From an optimization exercise on the open Yosys and OpenROAD flow, aimed at small area, a short achievable clock period and few clock cycles per item; shortcuts taken in it are not production practice.
Only simulation tests tie the RTL to the original design; equivalence was not proved.

==> flow/design.v (outline; a module is shown in full before it is edited, if it fits) <==
// module aes_sbox_a: 82 lines
// module aes_sbox_b: 63 lines
// module g_xor2: 3 lines
// module g_xnor2: 3 lines
// module g_nand2: 3 lines
// module g_nor2: 3 lines
// module g_a22o: 3 lines
// module g_a222oi: 4 lines
// module aes_engine: 1660 lines
module aes_engine (
    input  wire         clk,
    input  wire         rst,
    input  wire         in_valid,
    output wire         in_ready,
    input  wire         in_aes256,
    input  wire [255:0] in_key,
    input  wire [127:0] in_block,
    output reg          out_valid,
    output wire [127:0] out_block
);
  // ...
==> flow/flow/run.sh <==
#!/bin/bash
# Standard layout, with the ports buffered by a plain buffer cell and no
# dummy loads added to the clock tree.
set -e
export BUFFER_PORTS_ARGS="-buffer_cell sky130_fd_sc_hd__buf_2"
export CTS_ARGS="-sink_clustering_enable -repair_clock_nets -dont_use_dummy_load"
bash standard.sh > standard.log 2>&1
==> flow/standard.sh <==
#!/bin/bash
# synth_recipe.tcl (not shown) runs the flow's synth.tcl, then flattens the netlist and writes it again
# the make line also repeats each setting of config.mk as NAME=value (left out here)
make -C /OpenROAD-flow-scripts/flow DESIGN_CONFIG=/design/flow/config.mk WORK_HOME=/design/flow/orfs CLKGATE_MAP_FILE= SYNTH_SCRIPT=/design/flow/synth_recipe.tcl "${@:-finish}"
==> flow/config.mk <==
export PLATFORM = sky130hd
export DESIGN_NAME = aes_engine
export DESIGN_NICKNAME = aes_engine
export VERILOG_FILES = /design/flow/design.v
export SDC_FILE = /design/flow/constraint.sdc
export NUM_CORES = 4
export LEC_CHECK = 0
export CAP_MARGIN = 20
export CORE_MARGIN = 2
export CORE_UTILIZATION = 60
export PLACE_DENSITY = 0.75
export SETUP_SLACK_MARGIN = 4.5
export SLEW_MARGIN = 20
export SYNTH_HIERARCHICAL = 1
==> flow/constraint.sdc <==
create_clock -name core_clock -period 8.0 [get_ports {clk}]
set_input_delay 1.6000 -clock core_clock [delete_from_list [all_inputs] [get_ports {clk}]]
set_output_delay 1.6000 -clock core_clock [all_outputs]
set_load 0.01 [all_outputs]
==> metrics.md, run 1 <==
| Metric | Value |
|---|---|
| Status | `no timing/DRC/antenna violations` |
| Most frequent cells in the layout | `1942 x xor2_1, 1085 x dfxtp_1, 730 x nand2_1` |
| Clock skew | `between 50 and 60 ps` |
| Dpl cell area | `~58000 um^2` |
| Worst-margin pin slew | `between 1000 and 1500 ps` |
| WL/cell | `24.78 um` |
| Syn Area/Cell | `about 10 um^2` |
| Dpl cells | `6903` |
| Crit path top cell by count | `xor2_1` |
| Met3 Track Usage GR | `7.995%` |
| EDFF count, synth | `0` |
| Final Non-Filler Cells | `a little over 7000` |
| Met3 wire length | `15230 um` |
| DIE HEIGHT | `just over 300 um` |
| Largest family of logic cells by synthesized area | `XOR/XNOR gates` |
| Hold-critical path endpoint | `ka2_n[23]$_DFF_P_` |
| Commonest non-fill, non-tap cell in the layout | `xor2_1` |
| CP Capture Point | `state[10]$_DFF_P_` |
| Critical path buffers and inverters | `0` |
| I/O Buffers | `between 500 and 600` |
| Syn Nets | `5588` |
| CTS root buffer | `clkbuf_16` |
| # DRC | `0` |
| GP Congestion | `0.9915` |
Testbench counts, summed over its fixed seeds: cycles 6,888, blocks 512.
==> inputs of run 2 (changes only) <==
--- a/flow/design.v
+++ b/flow/design.v
@@ -173,48 +173,62 @@
     output reg          out_valid,
     output wire [127:0] out_block
 );
   localparam NS = 22;    
   localparam NK = 22;    
   reg [127:0]    state;
   reg [127:0]    ka1_n;    
   reg [127:0]    kb1;      
-  reg            c1_busy, c1_aes256, c1_first, c1_last;
+  reg            c1_busy, c1_aes256;
   reg   [3:0]    c1_round;
-  reg   [7:0]    c1_rcon;
   reg [16*NS-1:0] mid;
   reg  [4*NK-1:0] kmid;
   reg [127:0]    ka2_n;
   reg [127:0]    kb2;
-  reg            c2_busy, c2_aes256, c2_first, c2_last;
+  reg            c2_busy, c2_aes256;
   reg   [3:0]    c2_round;
-  reg   [7:0]    c2_rcon;
   wire [127:0]    state_d, ka1_d, kb1_d;
   wire [16*NS-1:0] mid_d;
   wire  [4*NK-1:0] kmid_d;
   wire [127:0]    in_key_hi = in_key[255:128];
   wire [127:0]    sb;
   wire  [31:0]    sw;
   wire stall = c1_busy && c1_aes256 && (c1_round < 4'd5);
   assign in_ready  = !c2_busy && !stall;
   assign out_block = state;
+  wire c2_first  = c2_aes256 && (c2_round == 4'd1);
+  wire c2_last   = (c2_round == (c2_aes256 ? 4'd14 : 4'd10));
+  wire [3:0] rc_idx = c2_aes256 ? {1'b0, c2_round[3:1]} : c2_round;
+  reg  [7:0] c2_rcon;
+  always @(*) begin
+    case (rc_idx)
+      4'd1:    c2_rcon = 8'h01;
+      4'd2:    c2_rcon = 8'h02;
+      4'd3:    c2_rcon = 8'h04;
+      4'd4:    c2_rcon = 8'h08;
+      4'd5:    c2_rcon = 8'h10;
+      4'd6:    c2_rcon = 8'h20;
+      4'd7:    c2_rcon = 8'h40;
+      4'd8:    c2_rcon = 8'h80;
+      4'd9:    c2_rcon = 8'h1b;
+      4'd10:   c2_rcon = 8'h36;
+      default: c2_rcon = 8'h00;
+    endcase
+  end
   wire busy2     = c2_busy;
   wire nbusy2    = !c2_busy;
   wire mix_en    = c2_busy && !c2_last;
   wire k256      = c2_busy && c2_aes256;
   wire ld256     = !c2_busy && in_aes256;
   wire kpass     = !(k256 || ld256);
   wire rot       = !c2_aes256 || !c2_round[0];
   wire rot_e     = rot && !c2_first;
   wire nrot_e    = !rot && !c2_first;
   wire [7:0] rc_e = rot_e ? c2_rcon : 8'h00;
-  function [7:0] xtime(input [7:0] b);
-    xtime = {b[6:0], 1'b0} ^ (b[7] ? 8'h1b : 8'h00);
-  endfunction
   wire w1, w2, w3, w4, w5, w6, w7, w8, w9, w10, w11, w12, w13, w14, w15, w16;
   wire w17, w18, w19, w20, w21, w22, w23, w24, w25, w26, w27, w28, w29, w30, w31, w32;
   wire w33, w34, w35, w36, w37, w38, w39, w40, w41, w42, w43, w44, w45, w46, w47, w48;
   wire w49, w50, w51, w52, w53, w54, w55, w56, w57, w58, w59, w60, w61, w62, w63, w64;
   wire w65, w66, w67, w68, w69, w70, w71, w72, w73, w74, w75, w76, w77, w78, w79, w80;
   wire w81, w82, w83, w84, w85, w86, w87, w88, w89, w90, w91, w92, w93, w94, w95, w96;
   wire w97, w98, w99, w100, w101, w102, w103, w104, w105, w106, w107, w108, w109, w110, w111, w112;
   wire w113, w114, w115, w116, w117, w118, w119, w120, w121, w122, w123, w124, w125, w126, w127, w128;
@@ -1798,27 +1812,18 @@
     state <= state_d;
     ka1_n <= ka1_d;
     kb1   <= kb1_d;
     mid   <= mid_d;
     kmid  <= kmid_d;
     ka2_n <= ka1_n;
     kb2   <= kb1;
     c2_aes256 <= c1_aes256;
-    c2_first  <= c1_first;
-    c2_last   <= c1_last;
     c2_round  <= c1_round;
-    c2_rcon   <= c1_rcon;
     if (!c2_busy) begin
       c1_aes256 <= in_aes256;
-      c1_first  <= in_aes256;
-      c1_last   <= 1'b0;
       c1_round  <= 4'd1;
-      c1_rcon   <= 8'h01;
     end else begin
       c1_aes256 <= c2_aes256;
-      c1_first  <= 1'b0;
-      c1_last   <= (c2_round == (c2_aes256 ? 4'd13 : 4'd9));
       c1_round  <= c2_round + 4'd1;
-      c1_rcon   <= rot_e ? xtime(c2_rcon) : c2_rcon;
     end
   end
 endmodule
==> flow/config.mk (replaced) <==
export PLATFORM = sky130hd
export DESIGN_NAME = aes_engine
export DESIGN_NICKNAME = aes_engine
export VERILOG_FILES = /design/flow/design.v
export SDC_FILE = /design/flow/constraint.sdc
export NUM_CORES = 4
export LEC_CHECK = 0
export CAP_MARGIN = 20
export CORE_MARGIN = 2
export CORE_UTILIZATION = 60
export PLACE_DENSITY = 0.75
export SETUP_SLACK_MARGIN = 4.7
export SLEW_MARGIN = 20
export SYNTH_HIERARCHICAL = 1
==> run 2 against run 1 <==
  * Still clean on timing, DRC and antenna
  * Via count grew 4.8%
  * Register-to-register slack gained 20 ps
  * Setup slack gained 18 ps
  * Maximum frequency grew 0.52%
  * Core utilization grew 5.6 points
  * Final cell count grew 2.1%
==> metrics.md, run 2 <==
| Metric | Value |
|---|---|
| Status | `no timing/DRC/antenna violations` |
| Detailed placement HPWL | `between 100000 and 150000 um` |
| Final critical-path share of the clock period | `between 40% and 50%` |
| CORE AREA | `around 90000 um^2` |
| Global-route wire length before repair | `roughly 250000 um` |
| Final WS setup | `around 4400 ps` |
| Syn Area/Cell | `10.35 um^2 (-0.46%)` |
| GR Overflow Total | `0` |
| Syn Nets | `5586 (-0.036%)` |
| Hold-fix buffers, CTS | `0` |
| GP Congestion | `1.019 (+2.7%)` |
| R2R depth | `10` |
| Most frequent cells in the layout | `1720 x xor2_1, 978 x dfxtp_1, 717 x nand2_1` |
| Commonest non-fill, non-tap cell in the layout | `xor2_1` |
| Ys async rst share | `0%` |
| Max reg flops | `352` |
| Area share of xor/xnor cells in the synthesized design | `45.71%` |
| Fillers | `5582` |
| Final instance area | `about 69000 um^2` |
| EDFF count, synth | `0 (unchanged)` |
| Worst EP arrival | `~4000 ps` |
| CP Data Required Time | `8510 ps` |
| Antenna-violating nets left | `0` |
| Synth Area in Adders | `less than 1%` |
| Dpl cells | `6889 (-0.20%)` |
| Multi-input logic area | `between 30000 and 40000 um^2` |
| Final number of max-transition violations | `0` |
| Vias in the first global route | `39481` |
| Starting Density | `approximately 60%` |
| Flops & latches, synth | `roughly 1100` |
| Share of cells above drive strength 1 | `about 28%` |
| Hold Path Class | `register to register` |
| Register area share after synthesis | `around two fifths` |
| Setup CP Type | `register to register` |
| Fin. Hold Viols | `0` |
| Area leader, netlist | `dfxtp_1` |
| Clock skew | `61.53 ps (+8.883 ps)` |
| Synthesized area | `roughly 54000 um^2` |
| Yosys warns | `7` |
| Largest family of logic cells by synthesized area | `XOR/XNOR gates` |
| Setup TNS | `0 ps` |
| Cell Chain, Critical Path | `xor2_1, nand2_1, xor2_1, xor2_1, xnor2_2, xor2_2, xor2_4, xor2_1, nand2_1, xnor2_1` |
| Insertion delay to the later sink of the worst-skew pair | `approximately 680 ps` |
| Rel. slew slack | `31.61%` |
| Tmin final | `approximately 3600 ps` |
| GR Util All Layers | `37.35%` |
| WL/cell | `25.75 um (+3.9%)` |
| Post-synthesis mux area share | `0%` |
| Worst-margin pin slew | `1026 ps (+9.836 ps)` |
| Final WL | `between 150000 and 200000 um` |
| Initial antenna violation count | `19` |
| Max Fclk | `approximately 280 MHz` |
| Post-synthesis simple-gate area fraction | `around 6.0%` |
| Vias per Instance | `between 5 and 6` |
| CTS tree | `built` |
| Layout Area Growth over Synthesis | `28.05%` |
| DIE HEIGHT | `303.2 um (-0.29%)` |
| CTS Buf Count | `107` |
| FF+latch area | `between 20000 and 25000 um^2` |
| I/O Buffers | `517 (unchanged)` |
| Place WS | `~3600 ps` |
| Mapped Cells | `between 5000 and 6000` |
| Synth Area in Compound Gates | `7.243%` |
| Final Non-Filler Cells | `7248 (+2.1%)` |
| Top-count cell post-synth | `xor2_1` |
| CTS root buffer | `clkbuf_16` |
| Vias | `41286` |
| H-tree lvl count | `3` |
| CTS Sinks | `approximately 1100` |
| Final setup vio count | `0` |
| Die area | `91920 um^2` |
| WHS Path Cells | `0` |
| Top reg by flops | `mid` |
| Synth Flop Type | `dfxtp_1` |
| Site row count | `between 100 and 150` |
| Layout net count | `~6500` |
| Startpoint Class | `register` |
| # DRC | `0 (unchanged)` |
| Iteration-0 DRC Markers | `between 4000 and 5000` |
| Dpl cell area | `57910 um^2 (-0.58%)` |
| Synth top area share | `roughly two fifths` |
| Largest fanout on the critical path | `4` |
| DIE WIDTH | `just over 300 um` |
| Synth top area cells | `dfxtp_1 41%, xor2_1 36%, xnor2_1 9.8%` |
| Crit path top cell by count | `xor2_1` |
| TritonRoute pass-1 iters | `7` |
| CP endpoint kind | `register` |
| Largest net degree at the start of global routing | `86` |
| Worst-path clk slew | `60 ps` |
| Slowest-stage cell, CP | `xnor2_2` |
| Commonest cells post-synth | `2200 x xor2_1, 1093 x dfxtp_1, 736 x nand2_1` |
| CP peak stage delay | `approximately 500 ps` |
| RSZ-0062 raised after global routing | `true` |
| Max_cap viols | `0` |
| Synth cell types | `30` |
| I/O pins | `518` |
| Clock tree buffer depth | `3` |
-- run 2: cell count changes in the layout (fill, tap and decap cells not counted), moves of 72 or more --
cell / previous run / this run
xor2_2: 233 / 381
buf_4: 85 / 253
dfxtp_2: 27 / 109
xor2_1: 1942 / 1720
xor2_4: 27 / 99
dfxtp_1: 1085 / 978
-- run 2: layout make-up --
cell class | count | area share, %
Multi-Input combinational cell | 4086 | 55.11
Sequential cell | 1093 | 32.05
Timing Repair Buffer | 778 | 6.724
Clock buffer | 107 | 3.893
Tap cell | 1165 | 2.119
Inverter | 9 | 0.07095
Antenna cell | 10 | 0.03638
-- run 2: logic make-up after synthesis --
kind of cell,count (synthesis)
AOI/OAI and AO/OA,428
xor gates and xnor gates,2803
adders and majority gates,7
buffers and inverters,13
DFF,1093
and+or+nand+nor,847
-- run 2: what timing repair did --
item | CTS | global route
setup endpoints to repair | 438 | 388
pin swaps | 37 | 148
buffers inserted | 57 | 184
resized for setup | 415 | 557
gates cloned | 1 | 0
-- run 2: worst max-delay path, delay by kind of cell, from the launching register on --
family	cells	cell delay [ps]
xor+xnor	8	2700
flops	1	410
simple gates	2	280
-- run 2: final timing paths --
path	start	end	slack, ps
setup / recovery	mid[257]$_DFF_P_	state[16]$_DFF_P_	4440
setup reg to reg	mid[257]$_DFF_P_	state[16]$_DFF_P_	4440
hold / removal	ka1_n[127]$_DFF_P_	ka2_n[127]$_DFF_P_	320
hold reg to reg	ka1_n[127]$_DFF_P_	ka2_n[127]$_DFF_P_	320
-- run 2: Yosys stat by module, one instance, submodules excluded, excerpt --
module,flops+latches,cells,times used
g_a222oi,0,1,128
g_xor2,0,1,2200
g_a22o,0,1,288
g_nor2,0,1,80
g_xnor2,0,1,600
g_nand2,0,1,728
aes_engine,1093,1167,1
-- run 2: stage by stage --
stage	hold slack [ps]	utilization, %
6_report	318.9	77.70
5_1_grt	322.2	77.70
4_1_cts	318.4	72.08
3_5_place_dp	312.1	65.42
3_3_place_gp	309.9	65.42
2_1_floorplan	309.6	-
-- run 2: metal layers --
metal / routed length, um / vias up / global-route usage [%] / part of all wire [%]
li1: - / 18165 / - / -
met1: 71710 / 20346 / 49.12 / 38
met2: 85010 / 2226 / 59.24 / 46
met3: 16910 / 543 / 5.304 / 9.1
met4: 12970 / 6 / 21.05 / 6.9
met5: 36 / - / 0 / 0.019
Testbench counts of run 2, summed over its fixed seeds: cycles 6,888, blocks 512.
==> inputs of run 3 (changes only) <==
--- a/flow/config.mk
+++ b/flow/config.mk
@@ -9,6 +9,6 @@
 export CORE_MARGIN = 2
 export CORE_UTILIZATION = 60
 export PLACE_DENSITY = 0.75
-export SETUP_SLACK_MARGIN = 4.7
+export SETUP_SLACK_MARGIN = 4.5
 export SLEW_MARGIN = 20
 export SYNTH_HIERARCHICAL = 1
==> run 3 against run 2 <==
  * Clock skew rose by 2.2 ps
  * Design area fell by 6.8%
  * Critical path type unchanged
  * Worst hold slack got worse by 38 ps
  * Synthesized cell count did not move
  * Sequential share of layout area rose by 2.2 points
  * Critical path depth rose by 1
  * Largest cell class unchanged
  * Flip-flop and latch count did not move
==> metrics.md, run 3 <==
| Metric | Value |
|---|---|
| Max reg flops | `352 (unchanged)` |
| Max_cap viols | `0 (unchanged)` |
| Final critical-path share of the clock period | `43.94% (-0.57 points)` |
| CTS tree | `built` |
| GP Congestion | `1.041 (+2.2%)` |
| Largest net degree at the start of global routing | `91 (+5.8%)` |
| Starting Density | `60.68% (unchanged)` |
| Cell Chain, Critical Path | `xor2_1, xor2_1, nand2_1, xnor2_2, xor2_1, xor2_1, xor2_2, buf_4, xor2_1, nand2_1, xnor2_1` |
| Fin. Hold Viols | `0 (unchanged)` |
| I/O Buffers | `517 (unchanged)` |
| Setup TNS | `0 ps (unchanged)` |
| CTS root buffer | `clkbuf_16` |
| Die area | `91920 um^2 (unchanged)` |
| Vias in the first global route | `38493 (-2.5%)` |
| Hold-fix buffers, CTS | `0 (unchanged)` |
| Share of cells above drive strength 1 | `18.76% (-9.7 points)` |
| CTS Sinks | `1093 (unchanged)` |
| Synthesized area | `53710 um^2 (unchanged)` |
| # DRC | `0 (unchanged)` |
| Final instance area | `64090 um^2 (-6.8%)` |
| Detailed placement HPWL | `136100 um (about the same)` |
| Ys async rst share | `0% (unchanged)` |
| Dpl cell area | `57960 um^2 (about the same)` |
| DIE WIDTH | `303.2 um (unchanged)` |
| Site row count | `109 (unchanged)` |
| Startpoint Class | `register` |
| CP peak stage delay | `460 ps (-40 ps)` |
| CP Data Required Time | `8520 ps (about the same)` |
| GR Overflow Total | `0 (unchanged)` |
| Commonest non-fill, non-tap cell in the layout | `xor2_1` |
| RSZ-0062 raised after global routing | `true` |
| Crit path top cell by count | `xor2_1` |
| Worst-path clk slew | `60 ps (about the same)` |
| Clock skew | `63.76 ps (+2.235 ps)` |
| Mapped Cells | `5191 (unchanged)` |
| Final WL | `175400 um (-6.0%)` |
| Synth cell types | `30 (unchanged)` |
| TritonRoute pass-1 iters | `10 (+3)` |
| Yosys warns | `7 (unchanged)` |
| Flops & latches, synth | `1093 (unchanged)` |
| CORE AREA | `88510 um^2 (unchanged)` |
| Synth Flop Type | `dfxtp_1` |
| Status | `no timing/DRC/antenna violations` |
| I/O pins | `518 (unchanged)` |
| Layout net count | `6283 (-2.9%)` |
| Synth top area cells | `dfxtp_1 41%, xor2_1 36%, xnor2_1 9.8%` |
| Register area share after synthesis | `40.74% (unchanged)` |
| Iteration-0 DRC Markers | `4192 (-8.0%)` |
| Max Fclk | `284.5 MHz (+1.3%)` |
| Final setup vio count | `0 (unchanged)` |
| Worst EP arrival | `4040 ps (-30 ps)` |
| Vias per Instance | `5.603 (-1.6%)` |
| Slowest-stage cell, CP | `xor2_1` |
| Worst-margin pin slew | `1011 ps (-14.98 ps)` |
| CTS Buf Count | `111 (+3.7%)` |
| Final number of max-transition violations | `0 (unchanged)` |
| CP endpoint kind | `register` |
| Top reg by flops | `mid` |
| Largest fanout on the critical path | `4 (unchanged)` |
| Syn Area/Cell | `10.35 um^2 (unchanged)` |
| Area leader, netlist | `dfxtp_1` |
| Met3 wire length | `14470 um (-14%)` |
| Setup CP Type | `register to register` |
| Synth top area share | `40.74% (unchanged)` |
| H-tree lvl count | `3 (unchanged)` |
| Antenna-violating nets left | `0 (unchanged)` |
| Layout Area Growth over Synthesis | `19.33%` |
| Top cell family by delay on the critical path | `XOR/XNOR gates` |
| Initial antenna violation count | `7 (-12)` |
| Clock tree buffer depth | `3 (unchanged)` |
| M1 WL | `71240 um (-0.66%)` |
| Syn Nets | `5586 (unchanged)` |
| Critical path buffers and inverters | `1 (+1)` |
| DIE HEIGHT | `303.2 um (unchanged)` |
| Top-count cell post-synth | `xor2_1` |
| Rel. slew slack | `32.60% (+1.0 points)` |
| EDFF count, synth | `0 (unchanged)` |
| Insertion delay to the later sink of the worst-skew pair | `700 ps (+20 ps)` |
| Vias | `39537 (-4.2%)` |
| Tmin final | `3515 ps (-45.85 ps)` |
| GR Util All Layers | `36.41% (-0.94 points)` |
| Global-route wire length before repair | `245900 um (-2.2%)` |
| Met2 WL | `78730 um (-7.4%)` |
| Most frequent cells in the layout | `1939 x xor2_1, 1063 x dfxtp_1, 736 x nand2_1` |
| Hold Path Class | `register to register` |
| Top layer in use | `met5` |
| WL/cell | `24.85 um (-3.5%)` |
| Commonest cells post-synth | `2200 x xor2_1, 1093 x dfxtp_1, 736 x nand2_1` |
## run 3: cell types whose count changed in the layout (fill, tap and decap cells not counted), sizes merged
cell    delta
clkbuf     +4
buf      -190
diode      -5
and2       -1
## run 3: per-module statistics from Yosys (local to each module, per instance), a selection
module / times used / flip-flops and latches / area, um^2
g_nor2: 80 / 0 / 3.754
g_a22o: 288 / 0 / 8.758
aes_engine: 1 / 1093 / 22350
g_xor2: 2200 / 0 / 8.758
g_a222oi: 128 / 0 / 10.01
g_xnor2: 600 / 0 / 8.758
g_nand2: 728 / 0 / 3.754
## run 3: per-stage QoR
stage                     hold WS [ps]  std cells  utilization (%)  worst slack, ps
after floorplan                  309.6       5191                -            -2549
after global placement           309.6       6896            65.48             3438
after detailed placement         312.1       6896            65.48             3391
after CTS                        281.6       7009            69.70             4443
after global routing             298.1       7053            72.40             4350
final                            280.8       7056            72.41             4485
## run 3: what timing repair did
action                                 CTS  global route
buffers inserted                         2            42
pin swaps                                0            29
endpoints found under the hold margin    0             0
resized for setup                      137           300
setup endpoints to repair              253           368
## run 3: cell type report
cell class,instances,area (um^2)
multi-input cells,4085,34710
fillers,6532,24420
flip-flops and latches,1093,21920
repair buffers,588,3162
clock buffers,111,2778
well taps,1165,1458
inverters,9,46.29
diodes,5,12.51
## run 3: cells by family (layout without fill, tap and decap cells)
family / count (synthesis) / after routing / synth area share (%)
adder cells (fa/ha/maj): 7 / 7 / 0.1631
AO/OA/AOI/OAI: 428 / 428 / 7.243
buffers and inverters: 13 / 708 / 0.1211
other: 0 / 5 / 0
AND/OR/NAND/NOR: 847 / 847 / 6.024
XOR/XNOR: 2803 / 2803 / 45.71
flip-flops: 1093 / 1093 / 40.74
## run 3: path summary, 6_finish.rpt
| path | start | to | slack (ps) | cells after the start |
|---|---|---|---|---|
| setup / recovery | mid[169]$_DFF_P_ | state[44]$_DFF_P_ | 4480 | 11 |
| hold / removal | ka1_n[67]$_DFF_P_ | ka2_n[67]$_DFF_P_ | 280 | 0 |
| setup reg to reg | mid[169]$_DFF_P_ | state[44]$_DFF_P_ | 4480 | 11 |
| hold reg to reg | ka1_n[67]$_DFF_P_ | ka2_n[67]$_DFF_P_ | 280 | 0 |
## run 3: metal layers
metal,GRT usage (%),up-vias
met5,0,-
met4,20.08,2
met3,5.269,357
met2,57.10,1746
met1,48.45,19462
li1,-,17970
==> inputs of run 4 (changes only) <==
--- a/flow/config.mk
+++ b/flow/config.mk
@@ -12,3 +12,4 @@
 export SETUP_SLACK_MARGIN = 4.5
 export SLEW_MARGIN = 20
 export SYNTH_HIERARCHICAL = 1
+export TNS_END_PERCENT = 30
==> run 4 against run 3 <==
  * Non-clock buffer count down 12
  * Register-to-register slack worse by 99 ps
  * Flip-flop and latch count unchanged
  * Worst hold slack better by 17 ps
  * Design area down 0.74%
  * Still clean
  * Critical path depth unchanged
  * Critical path type unchanged
  * Sequential share of layout area up 0.24 points
  * Critical endpoint is now state[106]$_DFF_P_
==> metrics.md, run 4 <==
| Metric | Value |
|---|---|
| Status | `no timing/DRC/antenna violations` |
| Dpl cell area | `57880 um^2 (-0.14%)` |
| Synth top area cells | `dfxtp_1 41%, xor2_1 36%, xnor2_1 9.8%` |
| Rel. slew slack | `23.17% (-9.4 points)` |
| Clock skew | `78.97 ps (+15.21 ps)` |
| Setup CP Type | `register to register` |
| Ys async rst share | `0% (unchanged)` |
| DIE WIDTH | `303.2 um (unchanged)` |
| CTS Buf Count | `109 (-1.8%)` |
| Final Non-Filler Cells | `7043 (-0.18%)` |
| Area leader, netlist | `dfxtp_1` |
| I/O pins | `518 (unchanged)` |
| Largest fanout on the critical path | `4 (unchanged)` |
| CORE AREA | `88510 um^2 (unchanged)` |
| WHS Path Cells | `0 (unchanged)` |
| CP Data Required Time | `8500 ps (-20 ps)` |
| Startpoint Class | `register` |
| GR Overflow Total | `0 (unchanged)` |
| Final instance area | `63610 um^2 (-0.74%)` |
| DIE HEIGHT | `303.2 um (unchanged)` |
| Vias | `39337 (-0.51%)` |
| Layout net count | `6269 (-0.22%)` |
| Antenna-violating nets left | `0 (unchanged)` |
| Dpl cells | `6882 (-0.20%)` |
| Hold WS | `297.3 ps (+16.51 ps)` |
| Vias per Instance | `5.585 (-0.32%)` |
| R2R Path End | `state[106]$_DFF_P_` |
| Final critical-path share of the clock period | `45.18% (+1.2 points)` |
| R2R depth | `11 (unchanged)` |
| Largest net degree at the start of global routing | `148 (+63%)` |
| GP Congestion | `1.013 (-2.7%)` |
| Max_cap viols | `0 (unchanged)` |
| Layout Area Growth over Synthesis | `18.44%` |
| Post-layout util | `71.87% (-0.54 points)` |
| Final setup vio count | `0 (unchanged)` |
| WL/cell | `24.77 um (-0.35%)` |
| Insertion delay to the later sink of the worst-skew pair | `690 ps (about the same)` |
| Initial antenna violation count | `14 (+7)` |
| Site row count | `109 (unchanged)` |
| Synth Flop Type | `dfxtp_1` |
| Clock tree buffer depth | `3 (unchanged)` |
| Synth top area share | `40.74% (unchanged)` |
| R2r setup slk | `4390 ps (-100 ps)` |
| Die area | `91920 um^2 (unchanged)` |
| H-tree lvl count | `3 (unchanged)` |
| Final WL | `174400 um (-0.54%)` |
| CP endpoint kind | `register` |
| CTS tree | `built` |
| Mapped Cells | `5191 (unchanged)` |
| Synthesized area | `53710 um^2 (unchanged)` |
| Global-route wire length before repair | `242600 um (-1.3%)` |
| Hold Crit Start | `ka1_n[114]$_DFF_P_` |
| Hold-critical path endpoint | `ka2_n[114]$_DFF_P_` |
| TritonRoute pass-1 iters | `7 (-3)` |
| Worst-path clk slew | `50 ps (about the same)` |
| Fillers | `6545 (+0.20%)` |
| RSZ-0062 raised after global routing | `true` |
| Tmin final | `3614 ps (+98.95 ps)` |
| Worst r2r src | `mid[15]$_DFF_P_` |
| Final number of max-transition violations | `0 (unchanged)` |
| Register area share after synthesis | `40.74% (unchanged)` |
| # DRC | `0 (unchanged)` |
| CTS Sinks | `1093 (unchanged)` |
| CTS root buffer | `clkbuf_16` |
| Syn Area/Cell | `10.35 um^2 (unchanged)` |
| Fin. Hold Viols | `0 (unchanged)` |
| Iteration-0 DRC Markers | `3979 (-5.1%)` |
| Worst EP arrival | `4120 ps (+80 ps)` |
| Top-count cell post-synth | `xor2_1` |
| Synth cell types | `30 (unchanged)` |
| Worst-margin pin slew | `1153 ps (+141.6 ps)` |
| Yosys warns | `7 (unchanged)` |
| Flops & latches, synth | `1093 (unchanged)` |
| Most frequent cells in the layout | `1980 x xor2_1, 1073 x dfxtp_1, 736 x nand2_1` |
| Max Fclk | `276.7 MHz (-2.7%)` |
| I/O Buffers | `517 (unchanged)` |
| GR Util All Layers | `35.99% (-0.42 points)` |
| Hold Path Class | `register to register` |
| Detailed placement HPWL | `134800 um (-0.93%)` |
| Vias in the first global route | `38220 (-0.71%)` |
| Commonest cells post-synth | `2200 x xor2_1, 1093 x dfxtp_1, 736 x nand2_1` |
| Commonest non-fill, non-tap cell in the layout | `xor2_1` |
| Syn Nets | `5586 (unchanged)` |
| EDFF count, synth | `0 (unchanged)` |
| Top reg by flops | `mid` |
| Max reg flops | `352 (unchanged)` |
| Starting Density | `60.68% (unchanged)` |
| Share of cells above drive strength 1 | `17.92% (-0.84 points)` |
[run 4: changes by cell type in the layout (fill, tap and decap cells not counted), sizes merged]
cell / delta
buf: -12
clkbuf: -2
diode: +1
[run 4: Yosys stat by module (local to each module, per instance), excerpt]
module	cell area, um^2	cells	flip-flops and latches
g_a222oi	10.01	1	0
g_xnor2	8.758	1	0
g_a22o	8.758	1	0
g_xor2	8.758	1	0
g_nor2	3.754	1	0
g_nand2	3.754	1	0
aes_engine	22350	1167	1093
[run 4: logic make-up (layout without fill, tap and decap cells)]
family | Yosys count | in the layout | share of synthesized area [%]
xor gates and xnor gates | 2803 | 2803 | 45.71
DFF | 1093 | 1093 | 40.74
and+or+nand+nor | 847 | 847 | 6.024
AOI/OAI and AO/OA | 428 | 428 | 7.243
buffers and inverters | 13 | 694 | 0.1211
adders and majority gates | 7 | 7 | 0.1631
other | 0 | 6 | 0
[run 4: worst max-delay path, stage by stage, from the launching register on]
cell,delay [ps]
dfxtp_1,440
xor2_1,330
xor2_1,220
nand2_1,160
xnor2_2,360
xor2_1,210
xor2_1,430
xor2_1,430
xor2_2,330
xor2_1,180
nand2_1,160
xnor2_1,180
[run 4: final cells by class]
type | count | area, um^2 | share of cell area [%]
inverters | 9 | 43.79 | 0.06884
multi-input cells | 4085 | 34370 | 54.03
flip-flops and latches | 1093 | 21910 | 34.44
well taps | 1165 | 1458 | 2.291
diodes | 6 | 15.01 | 0.02360
repair buffers | 576 | 3088 | 4.854
clock buffers | 109 | 2728 | 4.288
[run 4: routing by layer]
| metal | up-vias | wire length [um] | GRT usage (%) |
|---|---|---|---|
| met5 | - | 69 | 0 |
| met4 | 10 | 9134 | 16.94 |
| met3 | 358 | 13850 | 6.668 |
| met2 | 1747 | 80280 | 57.96 |
| met1 | 19247 | 71100 | 46.80 |
| li1 | 17975 | - | - |
[run 4: worst max-delay path by stage]
stage                  startpoint                 end  slack [ps]  cells after the start
6_report          mid[15]$_DFF_P_  state[106]$_DFF_P_        4390                     11
5_1_grt           mid[15]$_DFF_P_  state[106]$_DFF_P_        4160                     11
4_1_cts        state[116]$_DFF_P_     mid[41]$_DFF_P_        4380                     11
3_5_place_dp      mid[37]$_DFF_P_    state[7]$_DFF_P_        3740                     11
3_3_place_gp      mid[37]$_DFF_P_    state[7]$_DFF_P_        3730                     11
2_1_floorplan  c2_busy$_SDFF_PP0_    state[0]$_DFF_P_       -2550                      4
[run 4: timing repair]
item,4_1_cts,5_1_grt
gates resized for setup,90,296
setup buffers,0,45
hold buffers,0,0
pin swaps,0,29
endpoints found under the hold margin,0,0
setup endpoints to repair,160,349
[run 4: per-stage QoR]
step / setup TNS, ps / worst slack [ps]
final: 0 / 4386
after global routing: 0 / 4164
after CTS: 0 / 4382
after detailed placement: 0 / 3741
after global placement: 0 / 3734
after floorplan: -326200 / -2550
==> inputs of run 5 (changes only) <==
--- a/flow/config.mk
+++ b/flow/config.mk
@@ -8,8 +8,7 @@
 export CAP_MARGIN = 20
 export CORE_MARGIN = 2
 export CORE_UTILIZATION = 60
-export PLACE_DENSITY = 0.75
+export PLACE_DENSITY = 0.68
 export SETUP_SLACK_MARGIN = 4.5
 export SLEW_MARGIN = 20
 export SYNTH_HIERARCHICAL = 1
-export TNS_END_PERCENT = 30
==> run 5 against run 4 <==
  * Count of clock-buffer cells in the layout unchanged
  * Via count is 0.61% lower
  * Design area rose by 1.8%
  * Critical path type unchanged
  * Critical endpoint is now state[60]$_DFF_P_
  * Highest routed layer unchanged
==> metrics.md, run 5 <==
| Metric | Value |
|---|---|
| Largest net degree at the start of global routing | `161 (+8.8%)` |
| Final WS setup | `4478 ps (+92.83 ps)` |
| EDFF count, synth | `0 (unchanged)` |
| Synth top area cells | `dfxtp_1 41%, xor2_1 36%, xnor2_1 9.8%` |
| Synth Flop Type | `dfxtp_1` |
| WL/cell | `24.99 um (+0.89%)` |
| Detailed placement HPWL | `135400 um (+0.47%)` |
| CP Capture Point | `state[60]$_DFF_P_` |
| Max_cap viols | `0 (unchanged)` |
| Final WL | `177100 um (+1.5%)` |
| Syn Nets | `5586 (unchanged)` |
| Commonest non-fill, non-tap cell in the layout | `xor2_1` |
| Starting Density | `60.68% (unchanged)` |
| Fin. Hold Viols | `0 (unchanged)` |
| Vias in the first global route | `38242 (+0.058%)` |
| Largest fanout on the critical path | `8 (+4)` |
| Final critical-path share of the clock period | `44.02% (-1.2 points)` |
| Most frequent cells in the layout | `1920 x xor2_1, 1062 x dfxtp_1, 736 x nand2_1` |
| Crit path top cell by count | `xor2_1` |
| Max Fclk | `284.0 MHz (+2.6%)` |
| # DRC | `0 (unchanged)` |
| Crit path from | `c2_round[0]$_DFF_P_` |
| Cell count along the critical path | `13 (+2)` |
| Layout Area Growth over Synthesis | `20.55%` |
| H-tree lvl count | `3 (unchanged)` |
| Share of cells above drive strength 1 | `20.07% (+2.2 points)` |
| Synth cell types | `30 (unchanged)` |
| Fillers | `6550 (+0.076%)` |
| CP Data Required Time | `8530 ps (+30 ps)` |
| Yosys warns | `7 (unchanged)` |
| CTS tree | `built` |
| I/O pins | `518 (unchanged)` |
| Place WS | `3644 ps (-97.56 ps)` |
| I/O Buffers | `517 (unchanged)` |
| Insertion delay to the later sink of the worst-skew pair | `680 ps (about the same)` |
| Global-route wire length before repair | `244700 um (+0.86%)` |
| Area leader, netlist | `dfxtp_1` |
| Final setup vio count | `0 (unchanged)` |
| R2R Path End | `state[60]$_DFF_P_` |
| CP endpoint kind | `register` |
| Slowest-stage cell, CP | `dfxtp_2` |
| Die area | `91920 um^2 (unchanged)` |
| GP Congestion | `0.9788 (-3.3%)` |
| Startpoint Class | `register` |
| Antenna-violating nets left | `0 (unchanged)` |
| Multi-input logic area | `35130 um^2 (+2.2%)` |
| Clock skew | `37.34 ps (-41.63 ps)` |
| Top-count cell post-synth | `xor2_1` |
| Mapped Cells | `5191 (unchanged)` |
| Max reg flops | `352 (unchanged)` |
| RSZ-0062 raised after global routing | `true` |
| Setup CP Type | `register to register` |
| Hold Path Class | `register to register` |
| Vias per Instance | `5.516 (-1.2%)` |
| Dpl cell area | `57900 um^2 (about the same)` |
| R2r setup slk | `4480 ps (+90 ps)` |
| R2R depth | `13 (+2)` |
| Synthesized area | `53710 um^2 (unchanged)` |
| Hold-fix buffers, CTS | `0 (unchanged)` |
| CTS Buf Count | `109 (unchanged)` |
| Worst EP arrival | `4050 ps (-70 ps)` |
| Site row count | `109 (unchanged)` |
| Synth top area share | `40.74% (unchanged)` |
| Ys async rst share | `0% (unchanged)` |
| Worst-margin pin slew | `880.5 ps (-272.0 ps)` |
| Commonest cells post-synth | `2200 x xor2_1, 1093 x dfxtp_1, 736 x nand2_1` |
| Vias | `39096 (-0.61%)` |
| Status | `no timing/DRC/antenna violations` |
| Iteration-0 DRC Markers | `3698 (-7.1%)` |
| GR Util All Layers | `36.44% (+0.45 points)` |
| TritonRoute pass-1 iters | `9 (+2)` |
| CTS root buffer | `clkbuf_16` |
| Post-layout util | `73.15% (+1.3 points)` |
| Layout net count | `6310 (+0.65%)` |
| Final number of max-transition violations | `0 (unchanged)` |
| Clock tree buffer depth | `3 (unchanged)` |
| Top cell family by delay on the critical path | `XOR/XNOR gates` |
| Tmin final | `3522 ps (-92.83 ps)` |
| Register area share after synthesis | `40.74% (unchanged)` |
| FF+latch area | `21920 um^2 (about the same)` |
| CTS Sinks | `1093 (unchanged)` |
| Top reg by flops | `mid` |
| CP peak stage delay | `420 ps (-20 ps)` |
| Worst-path clk slew | `60 ps (about the same)` |
| Cell Chain, Critical Path | `inv_1, o21a_1, inv_1, ha_1, nand4b_1, a31oi_2, xnor2_1, xor2_2, xor2_1, xor2_1, a22o_2, xor2_1, xnor2_1` |
| Final instance area | `64750 um^2 (+1.8%)` |
| CORE AREA | `88510 um^2 (unchanged)` |
| DIE HEIGHT | `303.2 um (unchanged)` |
| Critical path buffers and inverters | `2 (+2)` |
| Initial antenna violation count | `19 (+5)` |
| Syn Area/Cell | `10.35 um^2 (unchanged)` |
| Flops & latches, synth | `1093 (unchanged)` |
| GR Overflow Total | `0 (unchanged)` |
| Worst r2r src | `c2_round[0]$_DFF_P_` |
| Rel. slew slack | `41.30% (+18 points)` |
| DIE WIDTH | `303.2 um (unchanged)` |
==> run 5: cell count changes in the layout (fill, tap and decap cells not counted), moves of 4 or more <==
cell	before	now
a22o_1	249	241
dfxtp_1	1073	1062
dfxtp_2	18	29
a22o_2	38	47
xnor2_4	5	11
xnor2_2	70	80
xor2_1	1980	1920
xnor2_1	528	512
diode_2	6	10
xor2_2	199	248
xor2_4	21	32
buf_4	55	92
==> run 5: cells by family (layout without fill, tap and decap cells) <==
kind of cell | count (synthesis) | in the layout | synth area share (%)
compound gates | 428 | 428 | 7.243
flops | 1093 | 1093 | 40.74
simple gates | 847 | 848 | 6.024
buf+inv | 13 | 734 | 0.1211
xor+xnor | 2803 | 2803 | 45.71
fa+ha+maj | 7 | 7 | 0.1631
other cells | 0 | 10 | 0
==> run 5: metal layers <==
layer,vias to the layer above,routed length (um),track usage (%)
met3,352,12750,5.447
met5,-,23,0
li1,18011,-,-
met2,1545,81100,58.54
met1,19184,73320,47.95
met4,4,9910,18.26
==> run 5: worst register-to-register path: stages, from the launching register on <==
cell      delay [ps]
dfxtp_2          420
inv_1             90
o21a_1           220
inv_1             90
ha_1             250
nand4b_1         140
a31oi_2          300
xnor2_1          250
xor2_2           280
xor2_1           300
xor2_1           140
a22o_2           370
xor2_1           210
xnor2_1          310
==> run 5: repair_timing <==
| item | 4_1_cts | 5_1_grt |
|---|---|---|
| endpoints found under the setup margin | 271 | 360 |
| gates cloned | 0 | 2 |
| gates resized for setup | 174 | 329 |
| setup buffers | 4 | 82 |
| pin swaps | 1 | 49 |
==> run 5: worst min path at each step <==
stage	cells past startpoint	to	start
finish	0	ka2_n[126]$_DFF_P_	ka1_n[126]$_DFF_P_
global route	0	kb2[127]$_DFF_P_	kb1[127]$_DFF_P_
CTS	0	ka2_n[51]$_DFF_P_	ka1_n[51]$_DFF_P_
detailed placement	0	ka2_n[112]$_DFF_P_	ka1_n[112]$_DFF_P_
global placement	0	ka2_n[21]$_DFF_P_	ka1_n[21]$_DFF_P_
floorplan	0	ka2_n[0]$_DFF_P_	ka1_n[0]$_DFF_P_
==> run 5: layout make-up <==
cell class                      count  share of cell area [%]
Antenna cell                       10                 0.03865
Clock buffer                      109                   4.213
Inverter                            9                 0.07923
Multi-Input combinational cell   4086                   54.26
Sequential cell                  1093                   33.86
Tap cell                         1165                   2.251
Timing Repair Buffer              616                   5.297
==> run 5: stage by stage <==
step / cells / setup TNS, ps / hold slack (ps)
final: 7088 / 0 / 308.2
after detailed placement: 6881 / 0 / 312.1
after floorplan: 5191 / -326140 / 309.6
after global routing: 7086 / 0 / 317.8
after global placement: 6881 / 0 / 309.7
after CTS: 6994 / 0 / 311.0
==> run 5: modules after synthesis, one instance, submodules excluded, excerpt <==
module      cells inside  cell area [um^2]  flops+latches
aes_engine          1167             22350           1093
g_nand2                1             3.754              0
g_xor2                 1             8.758              0
g_xnor2                1             8.758              0
g_nor2                 1             3.754              0
g_a222oi               1             10.01              0
g_a22o                 1             8.758              0
==> inputs of run 6 (changes only) <==
==> flow/flow/run.sh (replaced) <==
#!/bin/bash
# Standard layout, with the ports buffered by a plain buffer cell and no
# dummy loads added to the clock tree.
set -e
export BUFFER_PORTS_ARGS="-buffer_cell sky130_fd_sc_hd__buf_1"
export CTS_ARGS="-sink_clustering_enable -repair_clock_nets -dont_use_dummy_load"
bash standard.sh > standard.log 2>&1
--- a/flow/config.mk
+++ b/flow/config.mk
@@ -8,7 +8,7 @@
 export CAP_MARGIN = 20
 export CORE_MARGIN = 2
 export CORE_UTILIZATION = 60
-export PLACE_DENSITY = 0.68
+export PLACE_DENSITY = 0.75
 export SETUP_SLACK_MARGIN = 4.5
 export SLEW_MARGIN = 20
 export SYNTH_HIERARCHICAL = 1
==> run 6 against run 5 <==
  * First-iteration DRC count grew 6.1%
  * Non-clock buffer count decreased by 37
  * Area after synthesis is the same
  * Largest cell class unchanged
  * Highest routed layer unchanged
  * Core utilization is 1.5 points lower
  * Maximum frequency down 0.45%
  * Die area is the same
  * Count of clock-buffer cells in the layout unchanged
==> metrics.md, run 6 <==
| Metric | Value |
|---|---|
| Initial antenna violation count | `10 (-9)` |
| Antenna-violating nets left | `0 (unchanged)` |
| Yosys warns | `7 (unchanged)` |
| # DRC | `0 (unchanged)` |
| Syn Nets | `5586 (unchanged)` |
| Rel. slew slack | `34.64% (-6.7 points)` |
| Vias in the first global route | `38370 (+0.33%)` |
| Die area | `91920 um^2 (unchanged)` |
| Ys async rst share | `0% (unchanged)` |
| Synthesized area | `53710 um^2 (unchanged)` |
| CORE AREA | `88510 um^2 (unchanged)` |
| Flops & latches, synth | `1093 (unchanged)` |
| Most frequent cells in the layout | `1947 x xor2_1, 1063 x dfxtp_1, 736 x nand2_1` |
| Synth top area share | `40.74% (unchanged)` |
| Setup CP Type | `register to register` |
| Max reg flops | `352 (unchanged)` |
| Iteration-0 DRC Markers | `3924 (+6.1%)` |
| Status | `no timing/DRC/antenna violations` |
| TritonRoute pass-1 iters | `9 (unchanged)` |
| Layout Area Growth over Synthesis | `18.16%` |
| Worst-margin pin slew | `980.3 ps (+99.78 ps)` |
| Final instance area | `63460 um^2 (-2.0%)` |
| Max Fclk | `282.7 MHz (-0.45%)` |
| Max_cap viols | `0 (unchanged)` |
| Detailed placement HPWL | `134100 um (-0.97%)` |
| Top reg by flops | `mid` |
| Syn Area/Cell | `10.35 um^2 (unchanged)` |
| Dpl cell area | `57270 um^2 (-1.1%)` |
| RSZ-0062 raised after global routing | `true` |
| CTS Sinks | `1093 (unchanged)` |
| Site row count | `109 (unchanged)` |
| Insertion delay to the later sink of the worst-skew pair | `700 ps (+20 ps)` |
| WL/cell | `24.63 um (-1.4%)` |
| Final WL | `173600 um (-2.0%)` |
| Worst-path clk slew | `60 ps (about the same)` |
| Fin. Hold Viols | `0 (unchanged)` |
| Setup TNS | `0 ps (unchanged)` |
| Final WS setup | `4463 ps (-15.97 ps)` |
| Commonest cells post-synth | `2200 x xor2_1, 1093 x dfxtp_1, 736 x nand2_1` |
| Area leader, netlist | `dfxtp_1` |
| DIE WIDTH | `303.2 um (unchanged)` |
| CP Data Required Time | `8530 ps (about the same)` |
| GR Overflow Total | `0 (unchanged)` |
| Vias | `39402 (+0.78%)` |
| Hold-fix buffers, CTS | `0 (unchanged)` |
| Final critical-path share of the clock period | `44.22% (+0.20 points)` |
| Synth Flop Type | `dfxtp_1` |
| Clock skew | `64.84 ps (+27.50 ps)` |
| Worst EP arrival | `4060 ps (about the same)` |
| CTS tree | `built` |
| Starting Density | `60.68% (unchanged)` |
| Share of cells above drive strength 1 | `10.35% (-9.7 points)` |
| Largest net degree at the start of global routing | `90 (-44%)` |
| Synth top area cells | `dfxtp_1 41%, xor2_1 36%, xnor2_1 9.8%` |
| Tmin final | `3537 ps (+15.97 ps)` |
| EDFF count, synth | `0 (unchanged)` |
| GR Util All Layers | `36.11% (-0.33 points)` |
| Layout net count | `6272 (-0.60%)` |
| Vias per Instance | `5.591 (+1.4%)` |
| H-tree lvl count | `3 (unchanged)` |
| Hold Path Class | `register to register` |
| DIE HEIGHT | `303.2 um (unchanged)` |
| Mapped Cells | `5191 (unchanged)` |
| Place WS | `3401 ps (-242.7 ps)` |
| GP Congestion | `1.012 (+3.4%)` |
| CTS Buf Count | `109 (unchanged)` |
| Global-route wire length before repair | `244300 um (-0.15%)` |
| Synth cell types | `30 (unchanged)` |
| I/O pins | `518 (unchanged)` |
| Top-count cell post-synth | `xor2_1` |
| Final setup vio count | `0 (unchanged)` |
| Startpoint Class | `register` |
| I/O Buffers | `517 (unchanged)` |
| Clock tree buffer depth | `3 (unchanged)` |
| Commonest non-fill, non-tap cell in the layout | `xor2_1` |
| Register area share after synthesis | `40.74% (unchanged)` |
| Largest fanout on the critical path | `4 (-4)` |
| CTS root buffer | `clkbuf_16` |
| CP endpoint kind | `register` |
| Final number of max-transition violations | `0 (unchanged)` |
## run 6: cell count changes in the layout (fill, tap and decap cells not counted), moves of 3 or more
cell and delta:
buf_1 +517, buf_2 -517, buf_4 -32, xor2_1 +27, xor2_2 -24, a22o_1 -12
a22o_2 +10, xnor2_1 +8, xnor2_2 -8, diode_2 -3, xor2_4 -3
## run 6: kinds of logic after synthesis
group,synth area share (%)
buf+inv,0.1211
xor+xnor,45.71
compound gates,7.243
simple gates,6.024
fa+ha+maj,0.1631
flops,40.74
## run 6: per-stage QoR
step | hold slack, ps | instances | utilization [%]
floorplan | 309.6 | 5191 | -
global placement | 309.5 | 6890 | 64.70
detailed placement | 312.1 | 6890 | 64.70
CTS | 286.8 | 6999 | 68.76
global route | 286.9 | 7044 | 71.69
finish | 289.0 | 7047 | 71.70
## run 6: worst max-delay path, stage by stage, from the launching register on
cell	delay (ps)
dfxtp_1	410
xor2_1	350
xor2_1	250
nand2_1	170
xnor2_2	230
xnor2_1	500
a22o_1	490
xor2_1	210
a22o_1	440
xor2_1	210
xnor2_1	90
## run 6: modules after synthesis (local to each module, per instance), excerpt
module      area, um^2  flops+latches  copies in the design
g_nand2          3.754              0                   728
aes_engine       22350           1093                     1
g_a22o           8.758              0                   288
g_a222oi         10.01              0                   128
g_xnor2          8.758              0                   600
g_xor2           8.758              0                  2200
g_nor2           3.754              0                    80
## run 6: repair_timing
item / 4_1_cts / 5_1_grt
pin swaps: 0 / 32
setup endpoints to repair: 232 / 372
buffers inserted: 0 / 41
gates resized for setup: 137 / 340
## run 6: metal layers
layer	up-vias	share of wire, %	global-route usage [%]
li1	17960	-	-
met5	-	0.024	0
met4	6	6.1	18.86
met3	397	8.3	6.126
met2	1716	45	57.21
met1	19323	41	47.40
## run 6: final timing paths
check                                       from            endpoint  slack (ps)  cells after the start
worst max-delay path            kmid[37]$_DFF_P_  state[120]$_DFF_P_        4460                     10
worst min-delay path            kb1[116]$_DFF_P_    kb2[116]$_DFF_P_         290                      0
worst max register to register  kmid[37]$_DFF_P_  state[120]$_DFF_P_        4460                     10
worst min register to register  kb1[116]$_DFF_P_    kb2[116]$_DFF_P_         290                      0
## run 6: final cells by class
class                   count  area [um^2]
clock buffers             109         2728
repair buffers            579         2422
fillers                  6527        25050
inverters                   9        48.80
well taps                1165         1458
diodes                      7        17.52
multi-input cells        4085        34860
flip-flops and latches   1093        21920
==> inputs of run 7 (changes only) <==
--- a/flow/config.mk
+++ b/flow/config.mk
@@ -9,6 +9,6 @@
 export CORE_MARGIN = 2
 export CORE_UTILIZATION = 60
 export PLACE_DENSITY = 0.75
-export SETUP_SLACK_MARGIN = 4.5
+export SETUP_SLACK_MARGIN = 4.6
 export SLEW_MARGIN = 20
 export SYNTH_HIERARCHICAL = 1
==> run 7 against run 6 <==
  * Still clean
  * Count of clock-buffer cells in the layout is 2 lower
  * Setup slack worse by 17 ps
  * Final cell count is 1.4% higher
  * Wire length is 6.4% higher
  * Die area stayed put
  * Flip-flop and latch count stayed put
  * Core utilization is 2.7 points higher
  * Critical path depth is 1 higher
==> metrics.md, run 7 <==
| Metric | Value |
|---|---|
| Final WL | `184700 um (+6.4%)` |
| Slowest-stage cell, CP | `dfxtp_1` |
| Setup TNS | `0 ps (unchanged)` |
| Worst EP arrival | `4070 ps (about the same)` |
| Synth Flop Type | `dfxtp_1` |
| Die area | `91920 um^2 (unchanged)` |
| Final critical-path share of the clock period | `44.43% (+0.21 points)` |
| Met1 Usage GRT | `49.59% (+2.2 points)` |
| Syn Area/Cell | `10.35 um^2 (unchanged)` |
| DIE WIDTH | `303.2 um (unchanged)` |
| I/O Buffers | `517 (unchanged)` |
| Worst r2r src | `mid[323]$_DFF_P_` |
| Vias per Instance | `5.699 (+1.9%)` |
| Final Non-Filler Cells | `7147 (+1.4%)` |
| Layout net count | `6370 (+1.6%)` |
| Hold WS | `275.2 ps (-13.75 ps)` |
| Flops & latches, synth | `1093 (unchanged)` |
| Top reg by flops | `mid` |
| EDFF count, synth | `0 (unchanged)` |
| CP Data Required Time | `8510 ps (-20 ps)` |
| CP endpoint kind | `register` |
| # DRC | `0 (unchanged)` |
| Area leader, netlist | `dfxtp_1` |
| Clock tree buffer depth | `3 (unchanged)` |
| Initial antenna violation count | `16 (+6)` |
| Dpl cells | `6890 (unchanged)` |
| Ys async rst share | `0% (unchanged)` |
| Crit path top cell by count | `xor2_1` |
| CTS tree | `built` |
| Layout Area Growth over Synthesis | `22.68%` |
| Max_cap viols | `0 (unchanged)` |
| Post-layout util | `74.44% (+2.7 points)` |
| RSZ-0062 raised after global routing | `true` |
| CTS Buf Count | `107 (-1.8%)` |
| H-tree lvl count | `3 (unchanged)` |
| I/O pins | `518 (unchanged)` |
| R2r setup slk | `4450 ps (-20 ps)` |
| CTS root buffer | `clkbuf_16` |
| Iteration-0 DRC Markers | `4891 (+25%)` |
| CORE AREA | `88510 um^2 (unchanged)` |
| Insertion delay to the later sink of the worst-skew pair | `700 ps (about the same)` |
| WL/cell | `25.84 um (+4.9%)` |
| Worst-path clk slew | `70 ps (about the same)` |
| Vias in the first global route | `39038 (+1.7%)` |
| Startpoint Class | `register` |
| Tmin final | `3555 ps (+17.07 ps)` |
| Starting Density | `60.68% (unchanged)` |
| GP Congestion | `0.9960 (-1.5%)` |
| Max reg flops | `352 (unchanged)` |
| Antenna-violating nets left | `0 (unchanged)` |
| Share of cells above drive strength 1 | `15.00% (+4.7 points)` |
| Final setup vio count | `0 (unchanged)` |
| Commonest non-fill, non-tap cell in the layout | `xor2_1` |
| DIE HEIGHT | `303.2 um (unchanged)` |
| WHS Path Cells | `0 (unchanged)` |
| Fin. Hold Viols | `0 (unchanged)` |
| Setup CP Type | `register to register` |
| TritonRoute pass-1 iters | `6 (-3)` |
| GR Overflow Total | `0 (unchanged)` |
| CTS Sinks | `1093 (unchanged)` |
| Rel. slew slack | `27.75% (-6.9 points)` |
| Gr busiest metal | `met2` |
| R2R depth | `11 (+1)` |
| Max Fclk | `281.3 MHz (-0.48%)` |
| Yosys warns | `7 (unchanged)` |
| Register area share after synthesis | `40.74% (unchanged)` |
| Vias | `40734 (+3.4%)` |
| Clock skew | `61.83 ps (-3.014 ps)` |
| Hold Path Class | `register to register` |
| Mapped Cells | `5191 (unchanged)` |
| R2R Path End | `state[76]$_DFF_P_` |
| Global-route wire length before repair | `251000 um (+2.8%)` |
| Commonest cells post-synth | `2200 x xor2_1, 1093 x dfxtp_1, 736 x nand2_1` |
| Final number of max-transition violations | `0 (unchanged)` |
| Site row count | `109 (unchanged)` |
| Synth top area share | `40.74% (unchanged)` |
| Hold Crit Start | `kb1[73]$_DFF_P_` |
| Synth top area cells | `dfxtp_1 41%, xor2_1 36%, xnor2_1 9.8%` |
| Largest net degree at the start of global routing | `107 (+19%)` |
| Worst-margin pin slew | `1084 ps (+103.5 ps)` |
| Synth cell types | `30 (unchanged)` |
| GR Util All Layers | `37.32% (+1.2 points)` |
| CP peak stage delay | `400 ps (-100 ps)` |
| Hold-fix buffers, CTS | `0 (unchanged)` |
| Hold-critical path endpoint | `kb2[73]$_DFF_P_` |
| Detailed placement HPWL | `138300 um (+3.1%)` |
| Cell Chain, Critical Path | `xor2_1, xor2_1, nand2_1, xor2_2, xor2_1, xor2_2, xor2_2, xor2_1, xor2_1, nand2_1, xnor2_2` |
| Syn Nets | `5586 (unchanged)` |
| Met3 Track Usage GR | `5.654% (-0.47 points)` |
| Status | `no timing/DRC/antenna violations` |
| Largest fanout on the critical path | `4 (unchanged)` |
| GR Util met2 | `57.52% (+0.30 points)` |
| Top-count cell post-synth | `xor2_1` |
| Synthesized area | `53710 um^2 (unchanged)` |
| Most frequent cells in the layout | `1825 x xor2_1, 1019 x dfxtp_1, 729 x nand2_1` |
==> run 7: area by class of cell <==
type	count	area (um^2)
multi-input combinational	4085	36390
fill	6110	22620
sequential	1093	21980
timing repair buffer	679	3307
clock buffer	107	2678
tap	1165	1458
inverter	9	46.29
antenna	9	22.52
==> run 7: per-module statistics from Yosys (local to each module, per instance), a selection <==
module      flops+latches  cells inside
g_xnor2                 0             1
g_nor2                  0             1
g_a222oi                0             1
aes_engine           1093          1167
g_nand2                 0             1
g_xor2                  0             1
g_a22o                  0             1
==> run 7: what timing repair did <==
| action | CTS | global route |
|---|---|---|
| buffers inserted | 15 | 125 |
| setup endpoints to repair | 330 | 379 |
| gates resized for setup | 272 | 444 |
| pin swaps | 8 | 91 |
| gates cloned | 0 | 1 |
==> run 7: metal layers <==
layer  vias to the layer above  share of wire, %
met3                       496               8.6
li1                      18056                 -
met1                     20023                40
met2                      2157                45
met4                         2               6.9
met5                         -            0.0070
==> run 7: worst max-delay path, delay by kind of cell, from the launching register on <==
kind	cells	cell delay, ps
xor gates and xnor gates	9	2660
DFF	1	400
and+or+nand+nor	2	330
==> run 7: worst max path at each step <==
| stage | startpoint | endpoint | slack [ps] | cells after the start |
|---|---|---|---|---|
| floorplan | c2_busy$_SDFF_PP0_ | state[0]$_DFF_P_ | -2550 | 4 |
| global placement | in_aes256 | ka1_n[0]$_DFF_P_ | 3940 | 6 |
| detailed placement | in_aes256 | ka1_n[11]$_DFF_P_ | 3890 | 6 |
| CTS | mid[124]$_DFF_P_ | state[106]$_DFF_P_ | 4470 | 11 |
| global route | mid[103]$_DFF_P_ | state[86]$_DFF_P_ | 4390 | 11 |
| finish | mid[323]$_DFF_P_ | state[76]$_DFF_P_ | 4450 | 11 |
==> run 7: through the flow <==
| step | cell area, um^2 | setup WS, ps |
|---|---|---|
| 6_report | 65890 | 4445 |
| 5_1_grt | 65890 | 4386 |
| 4_1_cts | 61800 | 4467 |
| 3_5_place_dp | 57280 | 3888 |
| 3_3_place_gp | 57280 | 3936 |
| 2_1_floorplan | 53710 | -2549 |
==> run 7: kinds of logic (layout without fill, tap and decap cells) <==
| kind of cell | after synthesis | in the layout | synth area share, % |
|---|---|---|---|
| buffers and inverters | 13 | 795 | 0.1211 |
| adder cells (fa/ha/maj) | 7 | 7 | 0.1631 |
| XOR/XNOR | 2803 | 2803 | 45.71 |
| AND/OR/NAND/NOR | 847 | 847 | 6.024 |
| flip-flops | 1093 | 1093 | 40.74 |
| AO/OA/AOI/OAI | 428 | 428 | 7.243 |
| other | 0 | 9 | 0 |
==> inputs of run 8 (changes only) <==
==> flow/flow/run.sh (replaced) <==
#!/bin/bash
# Standard layout, with the ports buffered by a plain buffer cell.
set -e
export BUFFER_PORTS_ARGS="-buffer_cell sky130_fd_sc_hd__buf_2"
bash standard.sh > standard.log 2>&1
--- a/flow/config.mk
+++ b/flow/config.mk
@@ -9,6 +9,6 @@
 export CORE_MARGIN = 2
 export CORE_UTILIZATION = 60
 export PLACE_DENSITY = 0.75
-export SETUP_SLACK_MARGIN = 4.6
+export SETUP_SLACK_MARGIN = 4.4
 export SLEW_MARGIN = 20
 export SYNTH_HIERARCHICAL = 1
==> run 8 against run 7 <==
  * Maximum frequency decreased by 1.6%
  * Via count decreased by 3.3%
  * Critical path type unchanged
  * Setup slack got worse by 57 ps
  * Die area unchanged
  * Worst hold slack improved by 46 ps
  * First-iteration DRC count decreased by 17%
  * Still clean
  * Non-clock buffer count decreased by 116
  * Area after synthesis unchanged
==> metrics.md, run 8 <==
| Metric | Value |
|---|---|
| I/O pins | `518 (unchanged)` |
| Commonest cells post-synth | `2200 x xor2_1, 1093 x dfxtp_1, 736 x nand2_1` |
| Synth top area cells | `dfxtp_1 41%, xor2_1 36%, xnor2_1 9.8%` |
| Insertion delay to the later sink of the worst-skew pair | `700 ps (about the same)` |
| Status | `no timing/DRC/antenna violations` |
| I/O Buffers | `517 (unchanged)` |
| Fin. Hold Viols | `0 (unchanged)` |
| Rel. slew slack | `34.61% (+6.9 points)` |
| Iteration-0 DRC Markers | `4082 (-17%)` |
| Post-layout util | `72.29% (-2.2 points)` |
| Dpl cells | `6896 (+0.087%)` |
| Die area | `91920 um^2 (unchanged)` |
| Clock tree buffer depth | `3 (unchanged)` |
| Hold-critical path endpoint | `kb2[55]$_DFF_P_` |
| # DRC | `0 (unchanged)` |
| Startpoint Class | `register` |
| Largest net degree at the start of global routing | `91 (-15%)` |
| Most frequent cells in the layout | `2014 x xor2_1, 1077 x dfxtp_1, 736 x nand2_1` |
| H-tree lvl count | `3 (unchanged)` |
| Final instance area | `63980 um^2 (-2.9%)` |
| Commonest non-fill, non-tap cell in the layout | `xor2_1` |
| Register area share after synthesis | `40.74% (unchanged)` |
| M1 WL | `71520 um (-2.6%)` |
| Top-count cell post-synth | `xor2_1` |
| Worst r2r src | `mid[232]$_DFF_P_` |
| CTS Sinks | `1093 (unchanged)` |
| Initial antenna violation count | `7 (-9)` |
| Hold-fix buffers, CTS | `0 (unchanged)` |
| Top layer in use | `met5` |
| CTS Buf Count | `111 (+3.7%)` |
| Global-route wire length before repair | `247000 um (-1.6%)` |
| Synth Flop Type | `dfxtp_1` |
==> run 8: routing by layer <==
layer	track usage [%]	up-vias
met5	0	-
met4	20.71	2
met3	5.626	365
met2	57.02	1682
met1	48.25	19251
li1	-	18092
==> run 8: stage by stage <==
stage,hold WS [ps]
after floorplan,309.6
after global placement,309.6
after detailed placement,312.1
after CTS,320.8
after global routing,323.3
final,321.4
==> run 8: worst max path at each step <==
| stage | to | depth (start not counted) | from | slack (ps) |
|---|---|---|---|---|
| after floorplan | state[0]$_DFF_P_ | 4 | c2_busy$_SDFF_PP0_ | -2550 |
| after global placement | ka1_n[83]$_DFF_P_ | 7 | in_aes256 | 3440 |
| after detailed placement | ka1_n[78]$_DFF_P_ | 7 | in_aes256 | 3390 |
| after CTS | state[7]$_DFF_P_ | 11 | mid[147]$_DFF_P_ | 4340 |
| after global routing | state[7]$_DFF_P_ | 11 | mid[147]$_DFF_P_ | 4270 |
| final | state[112]$_DFF_P_ | 10 | mid[232]$_DFF_P_ | 4390 |
==> run 8: logic make-up after synthesis <==
group / after synthesis / synth area share [%]
xor+xnor: 2803 / 45.71
compound gates: 428 / 7.243
simple gates: 847 / 6.024
buf+inv: 13 / 0.1211
fa+ha+maj: 7 / 0.1631
flops: 1093 / 40.74
==> run 8: critical path, stage by stage (launching register included) <==
cell	delay [ps]
dfxtp_1	360
xor2_1	320
nand2_1	210
xor2_1	390
xnor2_4	160
xnor2_1	690
xor2_1	300
xor2_1	460
xor2_1	220
nand2_1	180
xnor2_1	200
==> run 8: timing repair <==
item / in CTS / in global routing
buffers inserted: 1 / 18
gates resized for setup: 63 / 219
endpoints found under the setup margin: 158 / 286
pin swaps: 0 / 7
==> run 8: area by class of cell <==
cell class | count | area [um^2]
inverter | 9 | 46.29
clock buffer | 146 | 3119
timing repair buffer | 563 | 2957
multi-input combinational | 4085 | 33690
sequential | 1093 | 21900
fill | 6559 | 24530
antenna | 2 | 5.005
tap | 1165 | 1458
clock inverter | 61 | 805.8
==> run 8: modules after synthesis (local to each module, per instance), excerpt <==
| module | copies in the design | area [um^2] | cells |
|---|---|---|---|
| aes_engine | 1 | 22350 | 1167 |
| g_a22o | 288 | 8.758 | 1 |
| g_xor2 | 2200 | 8.758 | 1 |
| g_a222oi | 128 | 10.01 | 1 |
| g_nor2 | 80 | 3.754 | 1 |
| g_xnor2 | 600 | 8.758 | 1 |

[separate check: timing with driven ports]
Ports are ideal in the flow. The routed layouts listed here were re-timed in OpenROAD. Step 1 sets driving cells, clkbuf_16 on the clock port and buf_2 on the other inputs (assumed; they add their load-dependent delay and slew). Step 2, shift: input delay + t, output delay - t, t = (earliest + latest rising clock arrival at the registers) / 2. This alone moves slack from input paths to output paths. Slacks: ideal / step 1 / step 2; pairs: ideal / step 1.
run	t (ns)	setup slack, ns	latest minus earliest clock arrival (ns)
run 1	0.758	4.420 / 4.420 / 4.049	0.059 / 0.059
run 2	0.720	4.439 / 4.439 / 4.109	0.061 / 0.062
run 3	0.734	4.485 / 4.485 / 3.861	0.067 / 0.067
run 4	0.725	4.386 / 4.386 / 4.040	0.079 / 0.079
run 5	0.726	4.478 / 4.478 / 4.043	0.042 / 0.041
run 6	0.734	4.463 / 4.463 / 3.916	0.073 / 0.073
run 7	0.735	4.445 / 4.445 / 4.084	0.067 / 0.068
run 8	0.764	4.388 / 4.388 / 3.739	0.024 / 0.025
After both steps setup and hold are still met in every run listed. The setup slack of run 8, which loses most, moves by 0.000 ns with the drivers and by -0.649 ns with both steps.
